What follows belongs to an exercise in optimizing a design on an open flow for small area, a short achievable clock period and few clock cycles per item; a production flow would make more cautious choices. Function was checked by simulation only, so behaviour that the tests miss may differ from the original. Power figures rest on the tool's default switching activity, not on a simulated workload.

==> flow/design.v (outline; a module is shown in full before it is edited, if it fits) <==
// module srv_axis: 1106 lines
// module srv_mucs: 550 lines
module srv_axis (
    input  wire        clk,
    input  wire        rst,
    input  wire        start,
    output reg         ready,
    output reg         done,
    input  wire        y_valid,
    input  wire        loop_start,
    input  wire [31:0] r,
    input  wire [31:0] y,
    input  wire [31:0] ul,
    input  wire        bq1_en,
    input  wire        bq2_en,
    input  wire        ff_en,
    input  wire [31:0] kp,
    input  wire [31:0] ki,
    input  wire [31:0] kd,
    input  wire [4:0]  sh_kp,
    input  wire [4:0]  sh_ki,
    input  wire [4:0]  sh_kd,
    input  wire [30:0] ilim,
    input  wire [22:0] out_lim,
    input  wire [31:0] kvf,
    input  wire [31:0] kaf,
    input  wire [4:0]  sh_kvf,
    input  wire [4:0]  sh_kaf,
    input  wire [159:0] bq1_coef,
    input  wire [24:0]  bq1_shift,
    input  wire [159:0] bq2_coef,
    input  wire [24:0]  bq2_shift,
    input  wire [191:0] pm_coef,
    input  wire [29:0]  pm_shift,
    input  wire [31:0]  pm_rest,
    input  wire [23:0]  pm_tol,
    input  wire [7:0]   pm_count,
    output reg  [23:0] u,
    output wire [31:0] mon_e,
    output reg  [31:0] mon_i,
    output reg  [31:0] res,
    output reg         res_tested,
    output reg         arith_sat,
    output reg         i_sat,
    output reg         i_swap,
    output reg         out_sat,
    output reg         plaus
);
  // ...
==> flow/run.sh <==
#!/bin/bash
# synth_recipe.tcl (not shown) runs the flow's synth.tcl, then flattens the netlist and writes it again
# the make line also repeats each setting of config.mk as NAME=value (left out here)
make -C /OpenROAD-flow-scripts/flow DESIGN_CONFIG=/design/flow/config.mk WORK_HOME=/design/flow/orfs CLKGATE_MAP_FILE= SYNTH_SCRIPT=/design/flow/synth_recipe.tcl finish
==> flow/config.mk <==
export PLATFORM = sky130hd
export DESIGN_NAME = srv_axis
export DESIGN_NICKNAME = srv_axis
export VERILOG_FILES = /design/flow/design.v
export SDC_FILE = /design/flow/constraint.sdc
export NUM_CORES = 8
export LEC_CHECK = 0
export CAP_MARGIN = 40
export CORE_MARGIN = 2
export CORE_UTILIZATION = 30
export SLEW_MARGIN = 60
==> flow/constraint.sdc <==
create_clock -name core_clock -period 25.0 [get_ports {clk}]
set_input_delay 5.0000 -clock core_clock [delete_from_list [all_inputs] [get_ports {clk}]]
set_output_delay 5.0000 -clock core_clock [all_outputs]
set_load 0.01 [all_outputs]
==> impl_metrics.ini, run 1 <==
[route]
route.detailed.drc = 0
wl_met3_um = 136000
dr.pass1.iters = 14
wl_met2_um = 375000
top_layer = met5

[min_path]
hold_depth = 0
hp-start = cs1[2]$_DFF_P_
whs_endpoint = ps1[2]$_DFFE_PP_

[final_layout]
multi_input_area_share_pct = 57.4
reg_top3 = plo0 (48), plo1 (48)
final_layout_size_suffix_gt1_share_pct = 11.8

[floorplanning]
ios = 1127
initial_core_util_pct = 30.2
coreArea_um2 = 449000
die_w_um = 676

[logic_synthesis]
syn_nets = 18852
ys_top_cells_by_area = dfxtp_1 18%, fa_1 7.9%, edfxtp_1 7.3%, ha_1 5.0%, a21oi_1 4.9%
syn_area_um2 = 136000
syn_area_per_cell_um2 = 8.08
synth_ff_type = dfxtp_1
yosysTopAreaCellShare_pct = 18.0
synth-seq-area-share_pct = 25.3
synth_compound_area_share_pct = 32.0
synth_common_cells = 1415 x nand2_1, 1337 x a21oi_1, 1284 x clkbuf_1

[sta]
period_share_pct = 30.1
finalSetupTns_ns = 0
layout_setup_ws_ns = 17.48
max_freq_ghz = 0.133

[clock_network]
postCtsSetupRepairBufs = 0

[power_and_ir_drop]
powerComb_w = 0.0155
p_seq_w = 0.00364
power.total_w = 0.0223
combPwrFrac_pct = 69.5

[global_route]
grt_pass1_wl_um = 1270000
grt_max_degree = 88
use_met2_pct = 54.4

[setup_path]
crit_chain = buf_4 > clkdlybuf4s50_1
critPathTopFamily = buffers and inverters
path_class = reg2out
crit_path_end_kind = output port
cp-startpoint = res[0]$_DFFE_PP_

[placement]
dpl.cell_count = 23119

[outcome]
status = timing/DRC/antenna clean
Testbench counts, summed over its fixed seeds: cycles 26,969, steps 1,920.
==> run 2, diff against run 1 <==
--- a/flow/design.v
+++ b/flow/design.v
@@ -64,86 +64,85 @@
     reg        pre, chk;
     reg [4:0]  skr;      
     reg [4:0]  t;
     reg [4:0]  vsel;
     reg        ls, ffon, in1, in2, coast;
     reg [31:0] sy, sr, er, vr, tr;
     reg [30:0] ilr;      
     reg [22:0] olr;
-    reg [23:0] tlr;
     reg        rst_r;    
     reg [32:0] cw;       
     wire [31:0] c = cw[31:0];
     reg [35:0] acc0, acc1;
     assign mon_e = ep;
     function [4:0] iop0;
         input [4:0] vv;
         input [4:0] tt;
         begin
             iop0 = 5'd0;
             case ({vv, tt})
                 {5'd0, 5'd2}: iop0 = 5'd9;  
                 {5'd0, 5'd3}: iop0 = 5'd7;  
-                {5'd0, 5'd4}: iop0 = 5'd1;  
-                {5'd0, 5'd5}: iop0 = 5'd11;  
-                {5'd0, 5'd6}: iop0 = 5'd2;  
-                {5'd0, 5'd7}: iop0 = 5'd5;  
+                {5'd0, 5'd4}: iop0 = 5'd11;  
+                {5'd0, 5'd5}: iop0 = 5'd1;  
+                {5'd0, 5'd6}: iop0 = 5'd4;  
+                {5'd0, 5'd7}: iop0 = 5'd2;  
                 {5'd0, 5'd8}: iop0 = 5'd6;  
-                {5'd0, 5'd9}: iop0 = 5'd10;  
-                {5'd0, 5'd10}: iop0 = 5'd4;  
+                {5'd0, 5'd9}: iop0 = 5'd5;  
+                {5'd0, 5'd10}: iop0 = 5'd10;  
                 {5'd0, 5'd11}: iop0 = 5'd8;  
                 {5'd1, 5'd2}: iop0 = 5'd9;  
                 {5'd1, 5'd3}: iop0 = 5'd7;  
                 {5'd1, 5'd4}: iop0 = 5'd1;  
                 {5'd1, 5'd5}: iop0 = 5'd11;  
                 {5'd1, 5'd6}: iop0 = 5'd2;  
                 {5'd1, 5'd8}: iop0 = 5'd6;  
                 {5'd1, 5'd9}: iop0 = 5'd10;  
-                {5'd1, 5'd10}: iop0 = 5'd4;  
-                {5'd1, 5'd11}: iop0 = 5'd5;  
+                {5'd1, 5'd10}: iop0 = 5'd5;  
+                {5'd1, 5'd11}: iop0 = 5'd4;  
                 {5'd1, 5'd14}: iop0 = 5'd8;  
                 {5'd2, 5'd2}: iop0 = 5'd9;  
                 {5'd2, 5'd3}: iop0 = 5'd7;  
                 {5'd2, 5'd4}: iop0 = 5'd11;  
                 {5'd2, 5'd5}: iop0 = 5'd1;  
                 {5'd2, 5'd6}: iop0 = 5'd2;  
                 {5'd2, 5'd7}: iop0 = 5'd6;  
                 {5'd2, 5'd8}: iop0 = 5'd10;  
                 {5'd2, 5'd10}: iop0 = 5'd8;  
                 {5'd4, 5'd2}: iop0 = 5'd9;  
                 {5'd4, 5'd3}: iop0 = 5'd7;  
                 {5'd4, 5'd4}: iop0 = 5'd11;  
                 {5'd4, 5'd5}: iop0 = 5'd4;  
-                {5'd4, 5'd6}: iop0 = 5'd2;  
+                {5'd4, 5'd6}: iop0 = 5'd1;  
                 {5'd4, 5'd7}: iop0 = 5'd6;  
                 {5'd4, 5'd8}: iop0 = 5'd10;  
-                {5'd4, 5'd9}: iop0 = 5'd1;  
-                {5'd4, 5'd10}: iop0 = 5'd3;  
+                {5'd4, 5'd9}: iop0 = 5'd3;  
+                {5'd4, 5'd10}: iop0 = 5'd2;  
                 {5'd4, 5'd11}: iop0 = 5'd5;  
                 {5'd4, 5'd14}: iop0 = 5'd8;  
                 {5'd5, 5'd2}: iop0 = 5'd9;  
                 {5'd5, 5'd3}: iop0 = 5'd7;  
                 {5'd5, 5'd4}: iop0 = 5'd11;  
-                {5'd5, 5'd6}: iop0 = 5'd2;  
+                {5'd5, 5'd6}: iop0 = 5'd1;  
                 {5'd5, 5'd7}: iop0 = 5'd6;  
                 {5'd5, 5'd8}: iop0 = 5'd10;  
-                {5'd5, 5'd9}: iop0 = 5'd1;  
-                {5'd5, 5'd10}: iop0 = 5'd3;  
+                {5'd5, 5'd9}: iop0 = 5'd3;  
+                {5'd5, 5'd10}: iop0 = 5'd2;  
                 {5'd5, 5'd13}: iop0 = 5'd4;  
                 {5'd5, 5'd14}: iop0 = 5'd5;  
                 {5'd5, 5'd18}: iop0 = 5'd8;  
                 {5'd6, 5'd2}: iop0 = 5'd9;  
                 {5'd6, 5'd3}: iop0 = 5'd7;  
                 {5'd6, 5'd4}: iop0 = 5'd11;  
-                {5'd6, 5'd6}: iop0 = 5'd2;  
+                {5'd6, 5'd6}: iop0 = 5'd1;  
                 {5'd6, 5'd7}: iop0 = 5'd6;  
                 {5'd6, 5'd8}: iop0 = 5'd10;  
-                {5'd6, 5'd9}: iop0 = 5'd1;  
-                {5'd6, 5'd10}: iop0 = 5'd3;  
+                {5'd6, 5'd9}: iop0 = 5'd3;  
+                {5'd6, 5'd10}: iop0 = 5'd2;  
                 {5'd6, 5'd11}: iop0 = 5'd8;  
                 {5'd8, 5'd2}: iop0 = 5'd9;  
                 {5'd8, 5'd3}: iop0 = 5'd7;  
                 {5'd8, 5'd4}: iop0 = 5'd11;  
                 {5'd8, 5'd5}: iop0 = 5'd4;  
                 {5'd8, 5'd6}: iop0 = 5'd5;  
                 {5'd8, 5'd7}: iop0 = 5'd6;  
                 {5'd8, 5'd8}: iop0 = 5'd10;  
@@ -158,26 +157,26 @@
                 {5'd9, 5'd11}: iop0 = 5'd8;  
                 {5'd10, 5'd2}: iop0 = 5'd9;  
                 {5'd10, 5'd3}: iop0 = 5'd7;  
                 {5'd10, 5'd4}: iop0 = 5'd11;  
                 {5'd10, 5'd7}: iop0 = 5'd6;  
                 {5'd10, 5'd8}: iop0 = 5'd10;  
                 {5'd10, 5'd10}: iop0 = 5'd8;  
                 {5'd21, 5'd2}: iop0 = 5'd9;  
-                {5'd21, 5'd5}: iop0 = 5'd2;  
-                {5'd21, 5'd6}: iop0 = 5'd1;  
-                {5'd21, 5'd7}: iop0 = 5'd3;  
+                {5'd21, 5'd5}: iop0 = 5'd1;  
+                {5'd21, 5'd6}: iop0 = 5'd3;  
+                {5'd21, 5'd9}: iop0 = 5'd2;  
                 {5'd21, 5'd12}: iop0 = 5'd4;  
                 {5'd21, 5'd13}: iop0 = 5'd5;  
                 {5'd21, 5'd17}: iop0 = 5'd8;  
                 {5'd22, 5'd2}: iop0 = 5'd9;  
-                {5'd22, 5'd5}: iop0 = 5'd2;  
-                {5'd22, 5'd6}: iop0 = 5'd1;  
-                {5'd22, 5'd7}: iop0 = 5'd3;  
+                {5'd22, 5'd5}: iop0 = 5'd1;  
+                {5'd22, 5'd6}: iop0 = 5'd3;  
+                {5'd22, 5'd9}: iop0 = 5'd2;  
                 {5'd22, 5'd10}: iop0 = 5'd8;  
                 {5'd25, 5'd2}: iop0 = 5'd9;  
                 {5'd25, 5'd5}: iop0 = 5'd4;  
                 {5'd25, 5'd6}: iop0 = 5'd5;  
                 {5'd25, 5'd10}: iop0 = 5'd8;  
                 {5'd26, 5'd2}: iop0 = 5'd9;  
                 {5'd26, 5'd3}: iop0 = 5'd8;  
                 default: ;
@@ -199,140 +198,140 @@
                 {5'd0, 5'd7}: slot0 = 6'd7;  
                 {5'd0, 5'd8}: slot0 = 6'd8;  
                 {5'd0, 5'd9}: slot0 = 6'd9;  
                 {5'd0, 5'd10}: slot0 = 6'd10;  
                 {5'd0, 5'd11}: slot0 = 6'd11;  
                 {5'd1, 5'd1}: slot0 = 6'd1;  
                 {5'd1, 5'd2}: slot0 = 6'd2;  
                 {5'd1, 5'd3}: slot0 = 6'd3;  
-                {5'd1, 5'd4}: slot0 = 6'd4;  
-                {5'd1, 5'd5}: slot0 = 6'd5;  
-                {5'd1, 5'd6}: slot0 = 6'd6;  
+                {5'd1, 5'd4}: slot0 = 6'd5;  
+                {5'd1, 5'd5}: slot0 = 6'd4;  
+                {5'd1, 5'd6}: slot0 = 6'd7;  
                 {5'd1, 5'd8}: slot0 = 6'd8;  
-                {5'd1, 5'd9}: slot0 = 6'd9;  
-                {5'd1, 5'd10}: slot0 = 6'd12;  
-                {5'd1, 5'd11}: slot0 = 6'd13;  
+                {5'd1, 5'd9}: slot0 = 6'd12;  
+                {5'd1, 5'd10}: slot0 = 6'd13;  
+                {5'd1, 5'd11}: slot0 = 6'd14;  
                 {5'd1, 5'd14}: slot0 = 6'd11;  
                 {5'd2, 5'd1}: slot0 = 6'd1;  
                 {5'd2, 5'd2}: slot0 = 6'd2;  
                 {5'd2, 5'd3}: slot0 = 6'd3;  
-                {5'd2, 5'd4}: slot0 = 6'd5;  
-                {5'd2, 5'd5}: slot0 = 6'd4;  
-                {5'd2, 5'd6}: slot0 = 6'd14;  
+                {5'd2, 5'd4}: slot0 = 6'd4;  
+                {5'd2, 5'd5}: slot0 = 6'd5;  
+                {5'd2, 5'd6}: slot0 = 6'd7;  
                 {5'd2, 5'd7}: slot0 = 6'd8;  
-                {5'd2, 5'd8}: slot0 = 6'd9;  
+                {5'd2, 5'd8}: slot0 = 6'd12;  
                 {5'd2, 5'd10}: slot0 = 6'd11;  
                 {5'd4, 5'd2}: slot0 = 6'd2;  
                 {5'd4, 5'd3}: slot0 = 6'd3;  
-                {5'd4, 5'd4}: slot0 = 6'd5;  
-                {5'd4, 5'd5}: slot0 = 6'd12;  
+                {5'd4, 5'd4}: slot0 = 6'd4;  
+                {5'd4, 5'd5}: slot0 = 6'd14;  
                 {5'd4, 5'd6}: slot0 = 6'd15;  
                 {5'd4, 5'd7}: slot0 = 6'd8;  
-                {5'd4, 5'd8}: slot0 = 6'd9;  
+                {5'd4, 5'd8}: slot0 = 6'd12;  
                 {5'd4, 5'd9}: slot0 = 6'd16;  
                 {5'd4, 5'd10}: slot0 = 6'd17;  
                 {5'd4, 5'd11}: slot0 = 6'd13;  
                 {5'd4, 5'd14}: slot0 = 6'd11;  
                 {5'd5, 5'd2}: slot0 = 6'd2;  
                 {5'd5, 5'd3}: slot0 = 6'd3;  
-                {5'd5, 5'd4}: slot0 = 6'd5;  
+                {5'd5, 5'd4}: slot0 = 6'd4;  
                 {5'd5, 5'd6}: slot0 = 6'd18;  
                 {5'd5, 5'd7}: slot0 = 6'd8;  
-                {5'd5, 5'd8}: slot0 = 6'd9;  
-                {5'd5, 5'd9}: slot0 = 6'd4;  
-                {5'd5, 5'd10}: slot0 = 6'd19;  
+                {5'd5, 5'd8}: slot0 = 6'd12;  
+                {5'd5, 5'd9}: slot0 = 6'd19;  
+                {5'd5, 5'd10}: slot0 = 6'd7;  
                 {5'd5, 5'd13}: slot0 = 6'd20;  
                 {5'd5, 5'd14}: slot0 = 6'd13;  
                 {5'd5, 5'd18}: slot0 = 6'd11;  
                 {5'd6, 5'd2}: slot0 = 6'd2;  
                 {5'd6, 5'd3}: slot0 = 6'd3;  
-                {5'd6, 5'd4}: slot0 = 6'd5;  
+                {5'd6, 5'd4}: slot0 = 6'd4;  
                 {5'd6, 5'd6}: slot0 = 6'd18;  
                 {5'd6, 5'd7}: slot0 = 6'd8;  
-                {5'd6, 5'd8}: slot0 = 6'd9;  
-                {5'd6, 5'd9}: slot0 = 6'd4;  
-                {5'd6, 5'd10}: slot0 = 6'd19;  
+                {5'd6, 5'd8}: slot0 = 6'd12;  
+                {5'd6, 5'd9}: slot0 = 6'd19;  
+                {5'd6, 5'd10}: slot0 = 6'd7;  
                 {5'd6, 5'd11}: slot0 = 6'd11;  
                 {5'd8, 5'd2}: slot0 = 6'd2;  
                 {5'd8, 5'd3}: slot0 = 6'd3;  
-                {5'd8, 5'd4}: slot0 = 6'd5;  
-                {5'd8, 5'd5}: slot0 = 6'd12;  
+                {5'd8, 5'd4}: slot0 = 6'd4;  
+                {5'd8, 5'd5}: slot0 = 6'd14;  
                 {5'd8, 5'd6}: slot0 = 6'd13;  
                 {5'd8, 5'd7}: slot0 = 6'd8;  
-                {5'd8, 5'd8}: slot0 = 6'd9;  
+                {5'd8, 5'd8}: slot0 = 6'd12;  
                 {5'd8, 5'd10}: slot0 = 6'd11;  
                 {5'd9, 5'd2}: slot0 = 6'd2;  
                 {5'd9, 5'd3}: slot0 = 6'd3;  
-                {5'd9, 5'd4}: slot0 = 6'd5;  
+                {5'd9, 5'd4}: slot0 = 6'd4;  
                 {5'd9, 5'd6}: slot0 = 6'd20;  
                 {5'd9, 5'd7}: slot0 = 6'd8;  
-                {5'd9, 5'd8}: slot0 = 6'd9;  
+                {5'd9, 5'd8}: slot0 = 6'd12;  
                 {5'd9, 5'd9}: slot0 = 6'd13;  
                 {5'd9, 5'd11}: slot0 = 6'd11;  
                 {5'd10, 5'd2}: slot0 = 6'd2;  
                 {5'd10, 5'd3}: slot0 = 6'd3;  
-                {5'd10, 5'd4}: slot0 = 6'd5;  
+                {5'd10, 5'd4}: slot0 = 6'd4;  
                 {5'd10, 5'd7}: slot0 = 6'd8;  
-                {5'd10, 5'd8}: slot0 = 6'd9;  
+                {5'd10, 5'd8}: slot0 = 6'd12;  
                 {5'd10, 5'd10}: slot0 = 6'd11;  
                 {5'd21, 5'd2}: slot0 = 6'd21;  
                 {5'd21, 5'd5}: slot0 = 6'd18;  
-                {5'd21, 5'd6}: slot0 = 6'd4;  
-                {5'd21, 5'd7}: slot0 = 6'd22;  
+                {5'd21, 5'd6}: slot0 = 6'd19;  
+                {5'd21, 5'd9}: slot0 = 6'd7;  
                 {5'd21, 5'd12}: slot0 = 6'd20;  
                 {5'd21, 5'd13}: slot0 = 6'd13;  
                 {5'd21, 5'd17}: slot0 = 6'd11;  
                 {5'd22, 5'd2}: slot0 = 6'd21;  
                 {5'd22, 5'd5}: slot0 = 6'd18;  
-                {5'd22, 5'd6}: slot0 = 6'd4;  
-                {5'd22, 5'd7}: slot0 = 6'd22;  
+                {5'd22, 5'd6}: slot0 = 6'd19;  
+                {5'd22, 5'd9}: slot0 = 6'd7;  
                 {5'd22, 5'd10}: slot0 = 6'd11;  
                 {5'd25, 5'd2}: slot0 = 6'd21;  
                 {5'd25, 5'd5}: slot0 = 6'd20;  
                 {5'd25, 5'd6}: slot0 = 6'd13;  
                 {5'd25, 5'd10}: slot0 = 6'd11;  
                 {5'd26, 5'd2}: slot0 = 6'd21;  
                 {5'd26, 5'd3}: slot0 = 6'd11;  
                 default: ;
             endcase
-            if (tt == 5'd0)  slot0 = 6'd23;  
+            if (tt == 5'd0)  slot0 = 6'd22;  
         end
     endfunction
     function [4:0] iop1;
         input [4:0] vv;
         input [4:0] tt;
         begin
             iop1 = 5'd0;
             case ({vv, tt})
-                {5'd0, 5'd2}: iop1 = 5'd1;  
+                {5'd0, 5'd2}: iop1 = 5'd10;  
                 {5'd0, 5'd3}: iop1 = 5'd7;  
-                {5'd0, 5'd4}: iop1 = 5'd10;  
-                {5'd0, 5'd5}: iop1 = 5'd2;  
-                {5'd0, 5'd6}: iop1 = 5'd3;  
+                {5'd0, 5'd4}: iop1 = 5'd2;  
+                {5'd0, 5'd5}: iop1 = 5'd3;  
+                {5'd0, 5'd6}: iop1 = 5'd1;  
                 {5'd0, 5'd7}: iop1 = 5'd9;  
                 {5'd0, 5'd8}: iop1 = 5'd6;  
-                {5'd0, 5'd9}: iop1 = 5'd4;  
-                {5'd0, 5'd10}: iop1 = 5'd8;  
-                {5'd1, 5'd2}: iop1 = 5'd2;  
+                {5'd0, 5'd9}: iop1 = 5'd8;  
+                {5'd0, 5'd10}: iop1 = 5'd4;  
+                {5'd1, 5'd2}: iop1 = 5'd1;  
                 {5'd1, 5'd3}: iop1 = 5'd10;  
                 {5'd1, 5'd4}: iop1 = 5'd7;  
-                {5'd1, 5'd5}: iop1 = 5'd1;  
+                {5'd1, 5'd5}: iop1 = 5'd2;  
                 {5'd1, 5'd6}: iop1 = 5'd6;  
                 {5'd1, 5'd7}: iop1 = 5'd9;  
-                {5'd1, 5'd9}: iop1 = 5'd4;  
+                {5'd1, 5'd9}: iop1 = 5'd3;  
                 {5'd1, 5'd10}: iop1 = 5'd8;  
                 {5'd1, 5'd12}: iop1 = 5'd5;  
-                {5'd1, 5'd13}: iop1 = 5'd3;  
-                {5'd2, 5'd2}: iop1 = 5'd10;  
+                {5'd1, 5'd13}: iop1 = 5'd4;  
+                {5'd2, 5'd2}: iop1 = 5'd1;  
                 {5'd2, 5'd3}: iop1 = 5'd7;  
-                {5'd2, 5'd4}: iop1 = 5'd1;  
-                {5'd2, 5'd5}: iop1 = 5'd6;  
-                {5'd2, 5'd6}: iop1 = 5'd9;  
-                {5'd2, 5'd7}: iop1 = 5'd2;  
+                {5'd2, 5'd4}: iop1 = 5'd2;  
+                {5'd2, 5'd5}: iop1 = 5'd10;  
+                {5'd2, 5'd6}: iop1 = 5'd6;  
+                {5'd2, 5'd7}: iop1 = 5'd9;  
                 {5'd2, 5'd9}: iop1 = 5'd8;  
                 {5'd4, 5'd2}: iop1 = 5'd10;  
                 {5'd4, 5'd3}: iop1 = 5'd7;  
                 {5'd4, 5'd4}: iop1 = 5'd3;  
                 {5'd4, 5'd5}: iop1 = 5'd6;  
                 {5'd4, 5'd6}: iop1 = 5'd9;  
                 {5'd4, 5'd7}: iop1 = 5'd1;  
                 {5'd4, 5'd8}: iop1 = 5'd2;  
@@ -340,19 +339,19 @@
                 {5'd4, 5'd13}: iop1 = 5'd4;  
                 {5'd5, 5'd2}: iop1 = 5'd10;  
                 {5'd5, 5'd3}: iop1 = 5'd7;  
                 {5'd5, 5'd4}: iop1 = 5'd9;  
                 {5'd5, 5'd5}: iop1 = 5'd6;  
                 {5'd5, 5'd7}: iop1 = 5'd1;  
                 {5'd5, 5'd8}: iop1 = 5'd2;  
                 {5'd5, 5'd9}: iop1 = 5'd8;  
-                {5'd5, 5'd15}: iop1 = 5'd4;  
-                {5'd5, 5'd16}: iop1 = 5'd3;  
-                {5'd5, 5'd17}: iop1 = 5'd5;  
+                {5'd5, 5'd15}: iop1 = 5'd3;  
+                {5'd5, 5'd16}: iop1 = 5'd5;  
+                {5'd5, 5'd17}: iop1 = 5'd4;  
                 {5'd6, 5'd2}: iop1 = 5'd10;  
                 {5'd6, 5'd3}: iop1 = 5'd7;  
                 {5'd6, 5'd4}: iop1 = 5'd9;  
                 {5'd6, 5'd5}: iop1 = 5'd6;  
                 {5'd6, 5'd7}: iop1 = 5'd1;  
                 {5'd6, 5'd8}: iop1 = 5'd2;  
                 {5'd6, 5'd9}: iop1 = 5'd8;  
                 {5'd8, 5'd2}: iop1 = 5'd10;  
@@ -361,35 +360,35 @@
                 {5'd8, 5'd5}: iop1 = 5'd6;  
                 {5'd8, 5'd6}: iop1 = 5'd9;  
                 {5'd8, 5'd7}: iop1 = 5'd4;  
                 {5'd8, 5'd9}: iop1 = 5'd8;  
                 {5'd9, 5'd2}: iop1 = 5'd10;  
                 {5'd9, 5'd3}: iop1 = 5'd7;  
                 {5'd9, 5'd4}: iop1 = 5'd9;  
                 {5'd9, 5'd5}: iop1 = 5'd6;  
-                {5'd9, 5'd7}: iop1 = 5'd4;  
-                {5'd9, 5'd8}: iop1 = 5'd3;  
+                {5'd9, 5'd7}: iop1 = 5'd3;  
+                {5'd9, 5'd8}: iop1 = 5'd5;  
                 {5'd9, 5'd9}: iop1 = 5'd8;  
-                {5'd9, 5'd10}: iop1 = 5'd5;  
+                {5'd9, 5'd10}: iop1 = 5'd4;  
                 {5'd10, 5'd2}: iop1 = 5'd10;  
                 {5'd10, 5'd3}: iop1 = 5'd7;  
                 {5'd10, 5'd4}: iop1 = 5'd9;  
                 {5'd10, 5'd5}: iop1 = 5'd6;  
                 {5'd10, 5'd9}: iop1 = 5'd8;  
-                {5'd21, 5'd8}: iop1 = 5'd1;  
-                {5'd21, 5'd9}: iop1 = 5'd2;  
-                {5'd21, 5'd14}: iop1 = 5'd4;  
-                {5'd21, 5'd15}: iop1 = 5'd3;  
-                {5'd21, 5'd16}: iop1 = 5'd5;  
-                {5'd22, 5'd8}: iop1 = 5'd1;  
-                {5'd22, 5'd9}: iop1 = 5'd2;  
-                {5'd25, 5'd7}: iop1 = 5'd4;  
-                {5'd25, 5'd8}: iop1 = 5'd3;  
-                {5'd25, 5'd9}: iop1 = 5'd5;  
+                {5'd21, 5'd7}: iop1 = 5'd1;  
+                {5'd21, 5'd8}: iop1 = 5'd2;  
+                {5'd21, 5'd14}: iop1 = 5'd3;  
+                {5'd21, 5'd15}: iop1 = 5'd5;  
+                {5'd21, 5'd16}: iop1 = 5'd4;  
+                {5'd22, 5'd7}: iop1 = 5'd1;  
+                {5'd22, 5'd8}: iop1 = 5'd2;  
+                {5'd25, 5'd7}: iop1 = 5'd3;  
+                {5'd25, 5'd8}: iop1 = 5'd5;  
+                {5'd25, 5'd9}: iop1 = 5'd4;  
                 default: ;
             endcase
         end
     endfunction
     function [5:0] slot1;
         input [4:0] vv;
         input [4:0] tt;
         begin
@@ -400,115 +399,115 @@
                 {5'd0, 5'd3}: slot1 = 6'd3;  
                 {5'd0, 5'd4}: slot1 = 6'd4;  
                 {5'd0, 5'd5}: slot1 = 6'd5;  
                 {5'd0, 5'd6}: slot1 = 6'd6;  
                 {5'd0, 5'd7}: slot1 = 6'd7;  
                 {5'd0, 5'd8}: slot1 = 6'd8;  
                 {5'd0, 5'd9}: slot1 = 6'd9;  
                 {5'd0, 5'd10}: slot1 = 6'd10;  
-                {5'd1, 5'd2}: slot1 = 6'd5;  
-                {5'd1, 5'd3}: slot1 = 6'd4;  
+                {5'd1, 5'd2}: slot1 = 6'd6;  
+                {5'd1, 5'd3}: slot1 = 6'd2;  
                 {5'd1, 5'd4}: slot1 = 6'd3;  
-                {5'd1, 5'd5}: slot1 = 6'd2;  
+                {5'd1, 5'd5}: slot1 = 6'd4;  
                 {5'd1, 5'd6}: slot1 = 6'd11;  
                 {5'd1, 5'd7}: slot1 = 6'd12;  
                 {5'd1, 5'd9}: slot1 = 6'd13;  
-                {5'd1, 5'd10}: slot1 = 6'd10;  
-                {5'd1, 5'd12}: slot1 = 6'd14;  
-                {5'd1, 5'd13}: slot1 = 6'd15;  
-                {5'd2, 5'd2}: slot1 = 6'd4;  
+                {5'd1, 5'd10}: slot1 = 6'd14;  
+                {5'd1, 5'd12}: slot1 = 6'd15;  
+                {5'd1, 5'd13}: slot1 = 6'd16;  
+                {5'd2, 5'd2}: slot1 = 6'd6;  
                 {5'd2, 5'd3}: slot1 = 6'd3;  
-                {5'd2, 5'd4}: slot1 = 6'd2;  
-                {5'd2, 5'd5}: slot1 = 6'd11;  
-                {5'd2, 5'd6}: slot1 = 6'd12;  
-                {5'd2, 5'd7}: slot1 = 6'd16;  
-                {5'd2, 5'd9}: slot1 = 6'd10;  
+                {5'd2, 5'd4}: slot1 = 6'd4;  
+                {5'd2, 5'd5}: slot1 = 6'd2;  
+                {5'd2, 5'd6}: slot1 = 6'd11;  
+                {5'd2, 5'd7}: slot1 = 6'd12;  
+                {5'd2, 5'd9}: slot1 = 6'd14;  
                 {5'd4, 5'd1}: slot1 = 6'd17;  
-                {5'd4, 5'd2}: slot1 = 6'd4;  
+                {5'd4, 5'd2}: slot1 = 6'd2;  
                 {5'd4, 5'd3}: slot1 = 6'd3;  
                 {5'd4, 5'd4}: slot1 = 6'd18;  
                 {5'd4, 5'd5}: slot1 = 6'd11;  
                 {5'd4, 5'd6}: slot1 = 6'd12;  
                 {5'd4, 5'd7}: slot1 = 6'd19;  
                 {5'd4, 5'd8}: slot1 = 6'd20;  
-                {5'd4, 5'd9}: slot1 = 6'd10;  
-                {5'd4, 5'd13}: slot1 = 6'd21;  
-                {5'd5, 5'd2}: slot1 = 6'd4;  
+                {5'd4, 5'd9}: slot1 = 6'd14;  
+                {5'd4, 5'd13}: slot1 = 6'd16;  
+                {5'd5, 5'd2}: slot1 = 6'd2;  
                 {5'd5, 5'd3}: slot1 = 6'd3;  
                 {5'd5, 5'd4}: slot1 = 6'd7;  
                 {5'd5, 5'd5}: slot1 = 6'd8;  
-                {5'd5, 5'd7}: slot1 = 6'd2;  
-                {5'd5, 5'd8}: slot1 = 6'd5;  
-                {5'd5, 5'd9}: slot1 = 6'd10;  
-                {5'd5, 5'd15}: slot1 = 6'd22;  
-                {5'd5, 5'd16}: slot1 = 6'd18;  
-                {5'd5, 5'd17}: slot1 = 6'd23;  
-                {5'd6, 5'd2}: slot1 = 6'd4;  
+                {5'd5, 5'd7}: slot1 = 6'd6;  
+                {5'd5, 5'd8}: slot1 = 6'd4;  
+                {5'd5, 5'd9}: slot1 = 6'd14;  
+                {5'd5, 5'd15}: slot1 = 6'd18;  
+                {5'd5, 5'd16}: slot1 = 6'd15;  
+                {5'd5, 5'd17}: slot1 = 6'd16;  
+                {5'd6, 5'd2}: slot1 = 6'd2;  
                 {5'd6, 5'd3}: slot1 = 6'd3;  
                 {5'd6, 5'd4}: slot1 = 6'd7;  
                 {5'd6, 5'd5}: slot1 = 6'd8;  
-                {5'd6, 5'd7}: slot1 = 6'd2;  
-                {5'd6, 5'd8}: slot1 = 6'd5;  
-                {5'd6, 5'd9}: slot1 = 6'd10;  
+                {5'd6, 5'd7}: slot1 = 6'd6;  
+                {5'd6, 5'd8}: slot1 = 6'd4;  
+                {5'd6, 5'd9}: slot1 = 6'd14;  
                 {5'd8, 5'd1}: slot1 = 6'd17;  
-                {5'd8, 5'd2}: slot1 = 6'd4;  
+                {5'd8, 5'd2}: slot1 = 6'd2;  
                 {5'd8, 5'd3}: slot1 = 6'd3;  
                 {5'd8, 5'd4}: slot1 = 6'd18;  
                 {5'd8, 5'd5}: slot1 = 6'd11;  
                 {5'd8, 5'd6}: slot1 = 6'd12;  
-                {5'd8, 5'd7}: slot1 = 6'd21;  
-                {5'd8, 5'd9}: slot1 = 6'd10;  
-                {5'd9, 5'd2}: slot1 = 6'd4;  
+                {5'd8, 5'd7}: slot1 = 6'd16;  
+                {5'd8, 5'd9}: slot1 = 6'd14;  
+                {5'd9, 5'd2}: slot1 = 6'd2;  
                 {5'd9, 5'd3}: slot1 = 6'd3;  
                 {5'd9, 5'd4}: slot1 = 6'd7;  
                 {5'd9, 5'd5}: slot1 = 6'd8;  
-                {5'd9, 5'd7}: slot1 = 6'd22;  
-                {5'd9, 5'd8}: slot1 = 6'd18;  
-                {5'd9, 5'd9}: slot1 = 6'd10;  
-                {5'd9, 5'd10}: slot1 = 6'd23;  
-                {5'd10, 5'd2}: slot1 = 6'd4;  
+                {5'd9, 5'd7}: slot1 = 6'd18;  
+                {5'd9, 5'd8}: slot1 = 6'd15;  
+                {5'd9, 5'd9}: slot1 = 6'd14;  
+                {5'd9, 5'd10}: slot1 = 6'd16;  
+                {5'd10, 5'd2}: slot1 = 6'd2;  
                 {5'd10, 5'd3}: slot1 = 6'd3;  
                 {5'd10, 5'd4}: slot1 = 6'd7;  
                 {5'd10, 5'd5}: slot1 = 6'd8;  
-                {5'd10, 5'd9}: slot1 = 6'd10;  
-                {5'd21, 5'd8}: slot1 = 6'd2;  
-                {5'd21, 5'd9}: slot1 = 6'd16;  
-                {5'd21, 5'd14}: slot1 = 6'd22;  
-                {5'd21, 5'd15}: slot1 = 6'd18;  
-                {5'd21, 5'd16}: slot1 = 6'd23;  
-                {5'd22, 5'd8}: slot1 = 6'd2;  
-                {5'd22, 5'd9}: slot1 = 6'd16;  
-                {5'd25, 5'd7}: slot1 = 6'd22;  
-                {5'd25, 5'd8}: slot1 = 6'd18;  
-                {5'd25, 5'd9}: slot1 = 6'd23;  
+                {5'd10, 5'd9}: slot1 = 6'd14;  
+                {5'd21, 5'd7}: slot1 = 6'd6;  
+                {5'd21, 5'd8}: slot1 = 6'd4;  
+                {5'd21, 5'd14}: slot1 = 6'd18;  
+                {5'd21, 5'd15}: slot1 = 6'd15;  
+                {5'd21, 5'd16}: slot1 = 6'd16;  
+                {5'd22, 5'd7}: slot1 = 6'd6;  
+                {5'd22, 5'd8}: slot1 = 6'd4;  
+                {5'd25, 5'd7}: slot1 = 6'd18;  
+                {5'd25, 5'd8}: slot1 = 6'd15;  
+                {5'd25, 5'd9}: slot1 = 6'd16;  
                 default: ;
             endcase
         end
     endfunction
     function [2:0] aluA;
         input [4:0] vv;
         input [4:0] tt;
         begin
             aluA = 3'd0;
             case ({vv, tt})
                 {5'd0, 5'd1}: aluA = 3'd1;  
                 {5'd0, 5'd2}: aluA = 3'd2;  
                 {5'd0, 5'd3}: aluA = 3'd3;  
-                {5'd0, 5'd7}: aluA = 3'd4;  
+                {5'd0, 5'd5}: aluA = 3'd4;  
                 {5'd0, 5'd13}: aluA = 3'd5;  
                 {5'd1, 5'd1}: aluA = 3'd1;  
                 {5'd1, 5'd2}: aluA = 3'd2;  
                 {5'd1, 5'd3}: aluA = 3'd3;  
                 {5'd1, 5'd6}: aluA = 3'd4;  
                 {5'd1, 5'd13}: aluA = 3'd5;  
                 {5'd2, 5'd1}: aluA = 3'd1;  
                 {5'd2, 5'd2}: aluA = 3'd2;  
                 {5'd2, 5'd3}: aluA = 3'd3;  
-                {5'd2, 5'd5}: aluA = 3'd4;  
+                {5'd2, 5'd8}: aluA = 3'd4;  
                 {5'd2, 5'd12}: aluA = 3'd5;  
                 {5'd4, 5'd1}: aluA = 3'd1;  
                 {5'd4, 5'd2}: aluA = 3'd2;  
                 {5'd4, 5'd3}: aluA = 3'd3;  
                 {5'd4, 5'd5}: aluA = 3'd4;  
                 {5'd4, 5'd12}: aluA = 3'd5;  
                 {5'd5, 5'd1}: aluA = 3'd1;  
                 {5'd5, 5'd2}: aluA = 3'd2;  
@@ -765,78 +764,74 @@
     reg        gf0;   
     function [28:0] pdec0;    
         input [5:0] code;
         begin
             case (code)
                 6'd1: pdec0 = {1'b0, 1'b0, 1'b0, 15'd1, 11'd1};  
                 6'd2: pdec0 = {1'b0, 1'b0, 1'b0, 15'd4096, 11'd64};  
                 6'd3: pdec0 = {1'b0, 1'b1, 1'b0, 15'd32, 11'd256};  
-                6'd4: pdec0 = {1'b0, 1'b0, 1'b1, 15'd1, 11'd2};  
-                6'd5: pdec0 = {1'b0, 1'b1, 1'b0, 15'd8, 11'd16};  
-                6'd6: pdec0 = {1'b0, 1'b1, 1'b0, 15'd128, 11'd2};  
-                6'd7: pdec0 = {1'b0, 1'b0, 1'b0, 15'd2, 11'd4};  
+                6'd4: pdec0 = {1'b0, 1'b1, 1'b0, 15'd8, 11'd16};  
+                6'd5: pdec0 = {1'b0, 1'b0, 1'b1, 15'd1, 11'd2};  
+                6'd6: pdec0 = {1'b0, 1'b0, 1'b1, 15'd2, 11'd4};  
+                6'd7: pdec0 = {1'b0, 1'b1, 1'b0, 15'd128, 11'd2};  
                 6'd8: pdec0 = {1'b0, 1'b0, 1'b1, 15'd8192, 11'd16};  
-                6'd9: pdec0 = {1'b0, 1'b0, 1'b0, 15'd8192, 11'd512};  
-                6'd10: pdec0 = {1'b0, 1'b1, 1'b1, 15'd256, 11'd4};  
+                6'd9: pdec0 = {1'b0, 1'b0, 1'b0, 15'd2, 11'd4};  
+                6'd10: pdec0 = {1'b0, 1'b1, 1'b0, 15'd8, 11'd512};  
                 6'd11: pdec0 = {1'b0, 1'b0, 1'b0, 15'd2048, 11'd128};  
-                6'd12: pdec0 = {1'b0, 1'b0, 1'b1, 15'd1, 11'd2};  
+                6'd12: pdec0 = {1'b0, 1'b0, 1'b0, 15'd8192, 11'd512};  
                 6'd13: pdec0 = {1'b0, 1'b0, 1'b0, 15'd1, 11'd2};  
-                6'd14: pdec0 = {1'b0, 1'b0, 1'b0, 15'd1, 11'd2};  
-                6'd15: pdec0 = {1'b0, 1'b0, 1'b0, 15'd2, 11'd1};  
-                6'd16: pdec0 = {1'b0, 1'b0, 1'b1, 15'd2, 11'd4};  
+                6'd14: pdec0 = {1'b0, 1'b0, 1'b1, 15'd1, 11'd2};  
+                6'd15: pdec0 = {1'b0, 1'b0, 1'b1, 15'd2, 11'd1};  
+                6'd16: pdec0 = {1'b0, 1'b0, 1'b0, 15'd2, 11'd4};  
                 6'd17: pdec0 = {1'b0, 1'b1, 1'b0, 15'd128, 11'd4};  
-                6'd18: pdec0 = {1'b0, 1'b0, 1'b0, 15'd1, 11'd1};  
-                6'd19: pdec0 = {1'b0, 1'b1, 1'b0, 15'd128, 11'd2};  
+                6'd18: pdec0 = {1'b0, 1'b0, 1'b1, 15'd1, 11'd1};  
+                6'd19: pdec0 = {1'b0, 1'b0, 1'b0, 15'd1, 11'd2};  
                 6'd20: pdec0 = {1'b0, 1'b0, 1'b1, 15'd1, 11'd1};  
                 6'd21: pdec0 = {1'b0, 1'b1, 1'b0, 15'd32, 11'd64};  
-                6'd22: pdec0 = {1'b0, 1'b0, 1'b0, 15'd1, 11'd2};  
-                6'd23: pdec0 = {1'b0, 1'b1, 1'b0, 15'd512, 11'd128};  
-                6'd24: pdec0 = {1'b0, 1'b1, 1'b0, 15'd1024, 11'd128};  
+                6'd22: pdec0 = {1'b0, 1'b1, 1'b0, 15'd512, 11'd128};  
+                6'd23: pdec0 = {1'b0, 1'b1, 1'b0, 15'd1024, 11'd128};  
                 default: pdec0 = 29'd0;
             endcase
         end
     endfunction
-    wire [28:0] pdn0 = pdec0(chg1 ? 6'd24 : slot0(vsel, p1t0));
+    wire [28:0] pdn0 = pdec0(chg1 ? 6'd23 : slot0(vsel, p1t0));
     wire [35:0] pb0 = ({36{bs0[1]}} & acc0) | ({36{bs0[2]}} & acc1) | ({36{bs0[4]}} & {{4{wv[31]}}, wv}) | ({36{bs0[6]}} & {{4{mon_i[31]}}, mon_i}) | ({36{bs0[7]}} & {{4{qh[31]}}, qh}) | ({36{bs0[8]}} & {{3{cw[32]}}, cw}) | ({36{bs0[9]}} & {{2{wvw[33]}}, wvw});
     wire [35:0] psum0 = pb0 + ({{3{msv0[32]}}, msv0} ^ {36{sub0}}) + {35'd0, sub0 ^ mrb0};
     wire        pso0  = !((&psum0[35:31]) || !(|psum0[35:31]));
     wire [31:0] psat0 = pso0 ? (psum0[35] ? 32'h80000000 : 32'h7fffffff) : psum0[31:0];
     wire        we0 = p2v0 && (|ds0) && !(gf0 && !ffon);
     reg [10:0] bs1;    
     reg [14:0] ds1;    
     reg        sub1, sat1;
     reg        gf1;   
     function [28:0] pdec1;    
         input [5:0] code;
         begin
             case (code)
                 6'd1: pdec1 = {1'b0, 1'b0, 1'b0, 15'd2, 11'd1};  
-                6'd2: pdec1 = {1'b0, 1'b0, 1'b1, 15'd1, 11'd2};  
+                6'd2: pdec1 = {1'b0, 1'b1, 1'b0, 15'd4, 11'd8};  
                 6'd3: pdec1 = {1'b0, 1'b1, 1'b0, 15'd16, 11'd32};  
-                6'd4: pdec1 = {1'b0, 1'b1, 1'b0, 15'd4, 11'd8};  
-                6'd5: pdec1 = {1'b0, 1'b0, 1'b0, 15'd1, 11'd2};  
-                6'd6: pdec1 = {1'b0, 1'b0, 1'b1, 15'd2, 11'd4};  
+                6'd4: pdec1 = {1'b0, 1'b0, 1'b0, 15'd1, 11'd2};  
+                6'd5: pdec1 = {1'b0, 1'b0, 1'b1, 15'd2, 11'd4};  
+                6'd6: pdec1 = {1'b0, 1'b0, 1'b1, 15'd1, 11'd2};  
                 6'd7: pdec1 = {1'b1, 1'b0, 1'b0, 15'd16384, 11'd1};  
                 6'd8: pdec1 = {1'b1, 1'b1, 1'b0, 15'd64, 11'd1024};  
-                6'd9: pdec1 = {1'b0, 1'b0, 1'b0, 15'd2, 11'd4};  
-                6'd10: pdec1 = {1'b0, 1'b1, 1'b1, 15'd8, 11'd512};  
+                6'd9: pdec1 = {1'b0, 1'b0, 1'b1, 15'd8192, 11'd512};  
+                6'd10: pdec1 = {1'b0, 1'b1, 1'b0, 15'd256, 11'd4};  
                 6'd11: pdec1 = {1'b1, 1'b0, 1'b0, 15'd16384, 11'd1};  
                 6'd12: pdec1 = {1'b1, 1'b1, 1'b0, 15'd64, 11'd1024};  
-                6'd13: pdec1 = {1'b0, 1'b0, 1'b0, 15'd1, 11'd1};  
-                6'd14: pdec1 = {1'b0, 1'b0, 1'b0, 15'd1, 11'd2};  
-                6'd15: pdec1 = {1'b0, 1'b1, 1'b1, 15'd256, 11'd2};  
-                6'd16: pdec1 = {1'b0, 1'b1, 1'b0, 15'd128, 11'd2};  
+                6'd13: pdec1 = {1'b0, 1'b0, 1'b1, 15'd1, 11'd1};  
+                6'd14: pdec1 = {1'b0, 1'b1, 1'b1, 15'd8, 11'd512};  
+                6'd15: pdec1 = {1'b0, 1'b0, 1'b0, 15'd1, 11'd2};  
+                6'd16: pdec1 = {1'b0, 1'b1, 1'b0, 15'd256, 11'd2};  
                 6'd17: pdec1 = {1'b0, 1'b0, 1'b0, 15'd1, 11'd1};  
                 6'd18: pdec1 = {1'b0, 1'b0, 1'b1, 15'd1, 11'd2};  
                 6'd19: pdec1 = {1'b0, 1'b0, 1'b1, 15'd2, 11'd4};  
                 6'd20: pdec1 = {1'b0, 1'b0, 1'b0, 15'd2, 11'd4};  
-                6'd21: pdec1 = {1'b0, 1'b1, 1'b0, 15'd256, 11'd2};  
-                6'd22: pdec1 = {1'b0, 1'b0, 1'b0, 15'd1, 11'd2};  
-                6'd23: pdec1 = {1'b0, 1'b1, 1'b0, 15'd256, 11'd2};  
                 default: pdec1 = 29'd0;
             endcase
         end
     endfunction
     wire [28:0] pdn1 = pdec1(slot1(vsel, p1t1));
     wire [35:0] pb1 = ({36{bs1[1]}} & acc0) | ({36{bs1[2]}} & acc1) | ({36{bs1[3]}} & {{4{mp[31]}}, mp}) | ({36{bs1[5]}} & {{4{ic[31]}}, ic}) | ({36{bs1[9]}} & {{2{wvw[33]}}, wvw}) | ({36{bs1[10]}} & {{4{sr[31]}}, sr});
     wire [35:0] psum1 = pb1 + ({{3{msv1[32]}}, msv1} ^ {36{sub1}}) + {35'd0, sub1 ^ mrb1};
     wire        pso1  = !((&psum1[35:31]) || !(|psum1[35:31]));
@@ -873,17 +868,17 @@
     endfunction
     function [2:0] onehotB;
         input [2:0] x;
         begin
             onehotB = (x == 3'd0) ? 3'd0 : (3'd1 << (x - 3'd1));
         end
     endfunction
     wire [32:0] res_x   = {res[31], res};
-    wire [32:0] tol_x   = {9'd0, tlr};
+    wire [32:0] tol_x   = {9'd0, pm_tol};
     wire        res_big = ($signed(res_x) > $signed(tol_x)) || !($signed(res_x) > $signed(~tol_x));
     wire [33:0] c34  = {{2{c[31]}}, c};
     wire [33:0] f34  = ffon ? {{2{sr[31]}}, sr} : 34'd0;
     wire [33:0] l34  = {11'd0, olr};
     wire [33:0] nl34 = ~l34;
     wire [33:0] w_hs = (c34 ^ f34 ^ nl34) + {((c34[32:0] & f34[32:0]) | (nl34[32:0] & (c34[32:0] ^ f34[32:0]))), 1'b0};    
     wire [33:0] w_ls = (c34 ^ f34 ^ l34) + {((c34[32:0] & f34[32:0]) | (l34[32:0] & (c34[32:0] ^ f34[32:0]))), 1'b0};      
     wire        w_hi = !w_hs[33];
@@ -891,17 +886,16 @@
     wire [23:0] u_v  = w_hi ? {1'b0, olr} : w_lo ? (24'd0 - {1'b0, olr}) : rB[23:0];
     wire        osat = w_hi || w_lo;
     wire        e_pos = !er[31] && (er != 32'd0);
     wire        integ = !((w_hi && e_pos) || (w_lo && er[31]));
     always @(posedge clk) begin
         rst_r <= rst;
         ilr <= ilim;
         olr <= out_lim;
-        tlr <= pm_tol;
         skr <= sh_ki;
         begin
             done <= 1'b0;
             if (ready) begin
                 sy <= y;
                 sr <= r;
                 {cs0, cr0} <= coef0(5'd3);
                 xs0 <= xsel0(5'd3, 1'b0, 1'b0);
==> flow/config.mk (replaced) <==
export PLATFORM = sky130hd
export DESIGN_NAME = srv_axis
export DESIGN_NICKNAME = srv_axis
export VERILOG_FILES = /design/flow/design.v
export SDC_FILE = /design/flow/constraint.sdc
export NUM_CORES = 8
export LEC_CHECK = 0
export ABC_AREA = 1
export CAP_MARGIN = 40
export CORE_MARGIN = 2
export CORE_UTILIZATION = 30
export SLEW_MARGIN = 60
==> run 2 against run 1 <==
  * Still clean
  * Highest routed layer unchanged
  * Register-to-register slack got worse by 0.67 ns
  * Cell count increased by 13%
  * Sequential share of layout area increased by 0.099 points
==> impl_metrics.ini, run 2 <==
[global_route]
grt_max_degree = 92
antenna_found_initial = 176
grt_pass1_vias = 147575
grt_pass1_wl_um = 1240000
grt_use_total_pct = 39.4
grt_overflow_total = 0

[sta]
hold_viol = 0
worst_pin_slew_ns = 0.725
fin_skew_ns = 0.135
rsz0062_at_grt = false
maxSlewHeadroom_pct = 51.7
max_freq_ghz = 0.117
finalSetupTns_ns = 0
drv_slew = 0
layout_setup_ws_ns = 16.44
setup_viol = 0
post-route-min-period_ns = 8.56
period_share_pct = 34.2

[route]
wirelength_um = 930000
ant_nets = 0
dr.pass1.iters = 7
detail_route.wl_per_cell_um = 34.7
drt-initial-drc-count = 23685
vias_per_cell = 5.93
vias = 158920
route.detailed.drc = 0

[setup_path]
cp.arrival_ns = 9.37
r2r-end = sr[13]$_DFF_P_
rrSetupSlack_ns = 17.18
start_kind = input port
worstPathRequired_ns = 25.80
path_max_fanout = 8
cp_slowest_cell = clkdlybuf4s50_1
slowest_delay_ns = 0.52
endpoint = pc[4]$_SDFFE_PP0P_
reg2reg_depth = 26
crit_chain = clkdlybuf4s50_1 > buf_4 > inv_1 > ha_1 > nand3_1 > inv_1 > nand2_1 > nor4_1 > a21boi_0 > o311ai_0 > o211ai_1 > clkdlybuf4s18_2 > buf_4 > buf_6 > buf_4 > nand2_1 > o21ai_1 > inv_1 > o21ai_0 > a31oi_1
cp-startpoint = pm_tol[23]
path_buf_inv = 9
critPathTopFamily = buffers and inverters
crit_path_end_kind = flop
worst-path-stages = 20
r2r-start = bs1[1]$_DFF_P_
path_class = in2reg

[logic_synthesis]
muxShareOfSynthArea_pct = 0.241
yosysTopAreaCell = dfxtp_1
synth.distinct_cells = 74
synth_ff_type = dfxtp_1
synthArstFlopShare_pct = 0
synth_edf_count = 329
yosysTopAreaCellShare_pct = 17.9
syn_area_um2 = 134000
synthCells = 19769
ys_top_cells_by_area = dfxtp_1 18%, nand2_1 12%, fa_1 7.9%, inv_1 7.6%, edfxtp_1 7.4%
synth_xor_area_share_pct = 5.19
synth_common_cells = 4338 x nand2_1, 2705 x inv_1, 1869 x nand3_1
synth-simple-area-share_pct = 24.3
syn_nets = 21842
synth_top_family_by_area = simple AND/OR/NAND/NOR gates
synth_fa_ha_area_share_pct = 13.0
synth_seq_cells = 1525
yosysWarnings = 1
synth-seq-area-share_pct = 25.2
synth_compound_area_share_pct = 20.8
yosysMostFrequentCell = nand2_1
syn_area_per_cell_um2 = 6.78

[clock_network]
h-tree-depth = 4
cts_made_buffers = 204
root_buffer = clkbuf_16
clkLatencyLatePin_ns = 1.02
cts_max_path_buffers = 4
tritoncts = built
cts_resized = 0
clk_pin_slew_worst_paths_ns = 0.06
postCtsSetupRepairBufs = 0
cts.sinks = 1525
ctsHoldBuffers = 0

[power_and_ir_drop]
cellLeakagePower_nw = 71.4
power.total_w = 0.0176
peakVddDrop_uv = 119
powerDensity_nw_per_um2 = 108

[floorplanning]
ios = 1127
initial_core_util_pct = 30.1
dieHeight_um = 672
die_area_um2 = 452000
row_count = 245
coreArea_um2 = 445000
die_w_um = 672

[flow_run]
maxCapViolations = 0

[final_layout]
nNetsFinal = 22557
multi_input_area_um2 = 87300
ff_latch_area_um2 = 33900
mostFrequentLayoutCell = nand2_1
final_layout_size_suffix_gt1_share_pct = 7.08
final_util_pct = 36.6
nFillCells = 48077
final_cell_mix = 4298 x nand2_1, 2627 x inv_1, 1845 x nand3_1, 1337 x o21ai_0, 1209 x a21oi_1
area_delta_synth_final_pct = 21.5
reg_top3 = plo0 (48), plo1 (48)

[min_path]
hold_class = reg2reg
hp-start = p1v0$_SDFF_PP0_

[placement]
dp_worst_setup_slack_ns = 15.66
gp_congestion = 1.09
port_buffers = 1126
dp_hpwl_um = 749000

[outcome]
status = timing/DRC/antenna clean
==> run 2: cell count changes in the layout (fill, tap and decap cells not counted), moves of 335 or more <==
cell and change:
nand3_1 +1546, xnor2_1 -357, o22ai_1 +461, xor2_1 +622, nand2_1 +2907, mux2i_1 -385
a22oi_1 -752, o21ai_0 +335, inv_1 +1572
==> run 2: kinds of logic after synthesis <==
kind of cell	after synthesis
buf+inv	3952
compound gates	4666
flops	1525
xor+xnor	792
mux	32
simple gates	7728
fa+ha+maj	1074
==> run 2: through the flow <==
step                      area (um^2)  cells  hold WS [ns]
final                          163000  26782         0.410
after floorplan                134000  19769         0.388
after global placement         153000  26106         0.397
after detailed placement       155000  26189         0.409
after global routing           163000  26722         0.435
after CTS                      162000  26566         0.414
==> run 2: layer usage <==
layer	global-route usage (%)	routed length, um	up-vias
li1	-	-	68106
met1	49.3	357000	77254
met2	55.3	368000	11113
met3	15.4	128000	2343
met4	27.2	76400	104
met5	0	954	-
==> run 2: power breakdown <==
group	internal, W	switching [W]	total, W
logic	0.00295	0.00800	0.0110
registers	0.00307	0.000363	0.00344
clock network	0.00180	0.00137	0.00317
total	0.00782	0.00973	0.0176
==> run 2: worst min path at each step <==
stage | to | slack, ns | cells after the start
floorplan | p2v0$_SDFF_PP0_ | 0.39 | 2
global placement | p2v0$_SDFF_PP0_ | 0.40 | 2
detailed placement | p2v0$_SDFF_PP0_ | 0.41 | 2
CTS | p2v0$_SDFF_PP0_ | 0.41 | 2
global route | p2v0$_SDFF_PP0_ | 0.43 | 2
finish | p2v0$_SDFF_PP0_ | 0.41 | 2
==> run 2: cell type report <==
cell class              count  area share [%]
multi-input cells       14292            53.6
inverters                2759            6.41
repair buffers           1702            10.1
clock inverters            88           0.611
diodes                    199           0.306
clock buffers             289            3.61
flip-flops and latches   1525            20.8
well taps                5928            4.56
==> run 2: tightest hold or removal path: stages, from the launching register on <==
cell     delay [ns]
dfxtp_1        0.30
inv_1          0.04
nor2_1         0.03
Testbench counts of run 2, summed over its fixed seeds: cycles 26,969, steps 1,920.

==> static timing again, ports no longer ideal <==
The flow's constraints put no driver on any port. The routed layouts listed below were extracted and timed again, unchanged, in two steps. Step 1: set_driving_cell puts a clkbuf_16 on clk and a buf_2 on each other input, an assumption about the parent block. Step 2 times the ports against the registers' clock, not the clock port: input delays grow and output delays shrink by t, the midpoint of the rising clock arrivals with the driver on. Slacks: ideal ports / drivers / drivers and shift; pairs: ideal ports / drivers.
run	t, ns	slack for setup (ns)	worst setup path at the end	slew at the worst register clock pin (ns)	worst data-port slew with drivers (ns)
run 1	1.095	17.477 / 17.350 / 17.850	register to register	0.08 / 0.08	0.63
run 2	1.071	16.438 / 16.450 / 15.379	input to register	0.07 / 0.07	0.57
After both steps setup and hold are still met in every run listed. For run 2, which loses most, drivers alone change the setup slack by +0.012 ns; drivers and shift together by -1.059 ns.
